From an optimization exercise on the open Yosys and OpenROAD flow, aimed at small area and a short achievable clock period; shortcuts taken in it are not production practice. In this exercise RTL edits were held to simulation tests only and were not proved equivalent to the original.

wip/nickel:
// scr_curve_thr
module scr_curve_thr (
    input             clk,
    input             rst,
    input             in_valid,
    input      [11:0] g,           
    input      [95:0] curve,       
    input      [55:0] thr,         
    input      [2:0]  nbnd,        
    input             off,         
    output reg        out_valid,
    output reg [11:0] v,
    output reg [2:0]  level
);
For scale: ~190 I/O pins, about 10000 sq um of cells after synthesis.
clock: 70.0 ns
lec_check: 0
abc_clock_period_in_ps: 40000
cap_margin: 20
core_margin: 2
core_utilization: 40
cts_buf_list: sky130_fd_sc_hd__clkbuf_8
gpl_timing_driven: 0
place_density: 0.6
slew_margin: 20
synth_hierarchical: 1
synth_minimum_keep_size: 0
standard.sh (not shown) runs the stock make flow with config.mk's settings and CLKGATE_MAP_FILE= SYNTH_SCRIPT=/design/flow/synth_recipe.tcl, a recipe that flattens the netlist after the stock synthesis.
==> flow/flow/run.sh <==
#!/bin/bash
# The standard layout (standard.sh), with each port buffered by a
# sky130_fd_sc_hd__buf_1 instead of the cell buffer_ports picks by default.
# make's full output goes to standard.log; ORFS writes each step's log under
# orfs/logs/.
set -euo pipefail
export BUFFER_PORTS_ARGS="-buffer_cell sky130_fd_sc_hd__buf_1"
bash standard.sh > standard.log 2>&1
### wip/nickel -> wip/sierra
Settings: removing CTS_BUF_LIST (formerly sky130_fd_sc_hd__clkbuf_8).
==> flow/flow/run.sh <==
#!/bin/bash
# The standard layout (standard.sh), with each port buffered by a
# sky130_fd_sc_hd__buf_2 instead of the cell buffer_ports picks by default.
# make's full output goes to standard.log; ORFS writes each step's log under
# orfs/logs/.
set -euo pipefail
export BUFFER_PORTS_ARGS="-buffer_cell sky130_fd_sc_hd__buf_2"
bash standard.sh > standard.log 2>&1
Notes after the runs:
- wip/sierra reached the end of the flow, and the finished layout is clean on the timing, design-rule and antenna checks.
- The clock skew on wip/nickel is in line with that on wip/sierra.
- Re final cell count: no difference whatsoever between wip/sierra and wip/nickel.
- wip/nickel → wip/sierra: count of filler cells inserted in the layout fell by 78, full die area held steady.
- wip/sierra -> wip/nickel: die width delta 0, exact match
- | via-per-instance ratio | wip/sierra vs wip/nickel | 1.7% higher |
- Compared with wip/nickel, the router placed more vias in wip/sierra.
- On wire length, wip/nickel beats wip/sierra.
- wip/sierra gives more minimum setup slack in the final design than wip/nickel did.
The following lists how wip/umber was set up differently from wip/sierra:
Settings: CTS_BUF_LIST: unset -> sky130_fd_sc_hd__clkbuf_8.
The final layout from wip/umber, which completed every stage, passed the timing, design-rule and antenna checks at the end of the flow.
[compare] base=wip/sierra new=wip/umber: share of flip-flops with an asynchronous set or reset after synthesis stayed essentially flat, synthesis-to-finish area growth fell by 1.9 points, overall via count from detail_route went down by 1.3%.
Delta (wip/umber minus wip/sierra): wire length went down about 1.1%, wire length of the first global-routing pass -170 microns, sequential cell count ~0 delta.
> inputs changed (wip/umber -> wip/cedar)
Settings: a deleted GPL_TIMING_DRIVEN that had been 0.
==> comparison <==
- Against wip/umber, post-detailed-placement half-perimeter wirelength in wip/cedar came out better.
- Of the two values seen for critical path endpoint, s_pa[6] was produced by wip/umber and s_pa[7] by wip/cedar.
- wip/cedar drops fewer vias than wip/umber.
- The non-clock buffer count reported for wip/cedar is smaller than that of wip/umber by 53.
- | layout overhead on the synthesized area | wip/cedar vs wip/umber | 2.1 points lower |
- wip/umber → wip/cedar: length in cells of the worst reg-to-reg path fell about 4.7%.

========
## v6
scr_curve_thr, a different RTL version from the one above (not shown whole).
For scale: about 940 cells after synthesis, about 120 flip-flops, about 190 I/O pins, ~10000 um^2 of cells after synthesis.
==> flow/config.mk <==
export PLATFORM = sky130hd
export DESIGN_NAME = scr_curve_thr
export DESIGN_NICKNAME = scr_curve_thr
export VERILOG_FILES = /design/flow/design.v
export SDC_FILE = /design/flow/constraint.sdc
export NUM_CORES = 4
export LEC_CHECK = 0
export ABC_CLOCK_PERIOD_IN_PS = 40000
export CAP_MARGIN = 20
export CORE_MARGIN = 2
export CORE_UTILIZATION = 60
export CTS_BUF_LIST = sky130_fd_sc_hd__clkbuf_8
export GPL_TIMING_DRIVEN = 0
export PLACE_DENSITY = 0.75
export SLEW_MARGIN = 20
export SYNTH_HIERARCHICAL = 1
export SYNTH_MINIMUM_KEEP_SIZE = 0
==> flow/constraint.sdc <==
create_clock -name core_clock -period 70.0 [get_ports {clk}]
set_input_delay 14.0000 -clock core_clock [delete_from_list [all_inputs] [get_ports {clk}]]
set_output_delay 14.0000 -clock core_clock [all_outputs]
set_load 0.01 [all_outputs]
==> flow/flow/run.sh <==
#!/bin/bash
# The standard layout (standard.sh), with each port buffered by a
# sky130_fd_sc_hd__buf_1 instead of the cell buffer_ports picks by default.
# make's full output goes to standard.log; ORFS writes each step's log under
# orfs/logs/.
set -euo pipefail
export BUFFER_PORTS_ARGS="-buffer_cell sky130_fd_sc_hd__buf_1"
bash standard.sh > standard.log 2>&1
Input-level comparison between v7 and v6:
Settings: setting CTS_CLUSTER_SIZE to 20 for the first time.
==> flow/flow/run.sh <==
#!/bin/bash
# The standard layout (standard.sh), with each port buffered by a
# sky130_fd_sc_hd__buf_2 instead of the cell buffer_ports picks by default.
# make's full output goes to standard.log; ORFS writes each step's log under
# orfs/logs/.
set -euo pipefail
export BUFFER_PORTS_ARGS="-buffer_cell sky130_fd_sc_hd__buf_2"
bash standard.sh > standard.log 2>&1
==> comparison <==
Having completed the whole flow, v7 delivered a layout that passed the timing, design-rule and antenna checks. Looking at sequential portion of the cell area, v7 sits 0.36 points lower than v6 does. Sort v7 and v6 by final weighted congestion in routability-driven placement, descending, and v7 comes first. Of the two values seen for most frequent standard cell in the layout excluding fill and tap cells, buf_1 was produced by v6 and buf_2 by v7. Looking at v7 and v6, the clock transition at the registers of the reported paths is a wash. Global-route wire length before repair: higher on v7. When v7 is measured against v6, its met2 track demand over resource in global routing turns out 2.0 points higher. Comparing v7 against v6, there is no change at all in register cell area after layout.

## what the ideal ports hide
The flow's constraints put no driver on any port. The routed layouts listed below were extracted and timed again, unchanged, in two steps. Step 1: set_driving_cell puts a clkbuf_16 on clk and a buf_2 on each other input, an assumption about the parent block. Step 2 times the ports against the registers' clock, not the clock port: input delays grow and output delays shrink by t, the midpoint of the rising clock arrivals with the driver on. Three values: no drivers, after step 1, after step 2; two values: the first two.
run	shift t [ns]	slack for setup (ns)	clock arrival spread, ns
wip/nickel	0.488	53.919 / 53.940 / 53.452	0.012 / 0.012
wip/sierra	0.474	54.073 / 54.090 / 53.616	0.010 / 0.011
wip/umber	0.489	54.108 / 54.121 / 53.631	0.018 / 0.019
wip/cedar	0.497	53.749 / 53.773 / 53.275	0.029 / 0.029
v6	0.487	54.017 / 54.033 / 53.545	0.013 / 0.013
v7	0.484	54.194 / 54.214 / 53.730	0.018 / 0.018
After both steps every run listed still meets setup and hold. The setup slack of wip/umber, which loses most, moves by +0.013 ns with the drivers and by -0.477 ns with both steps.
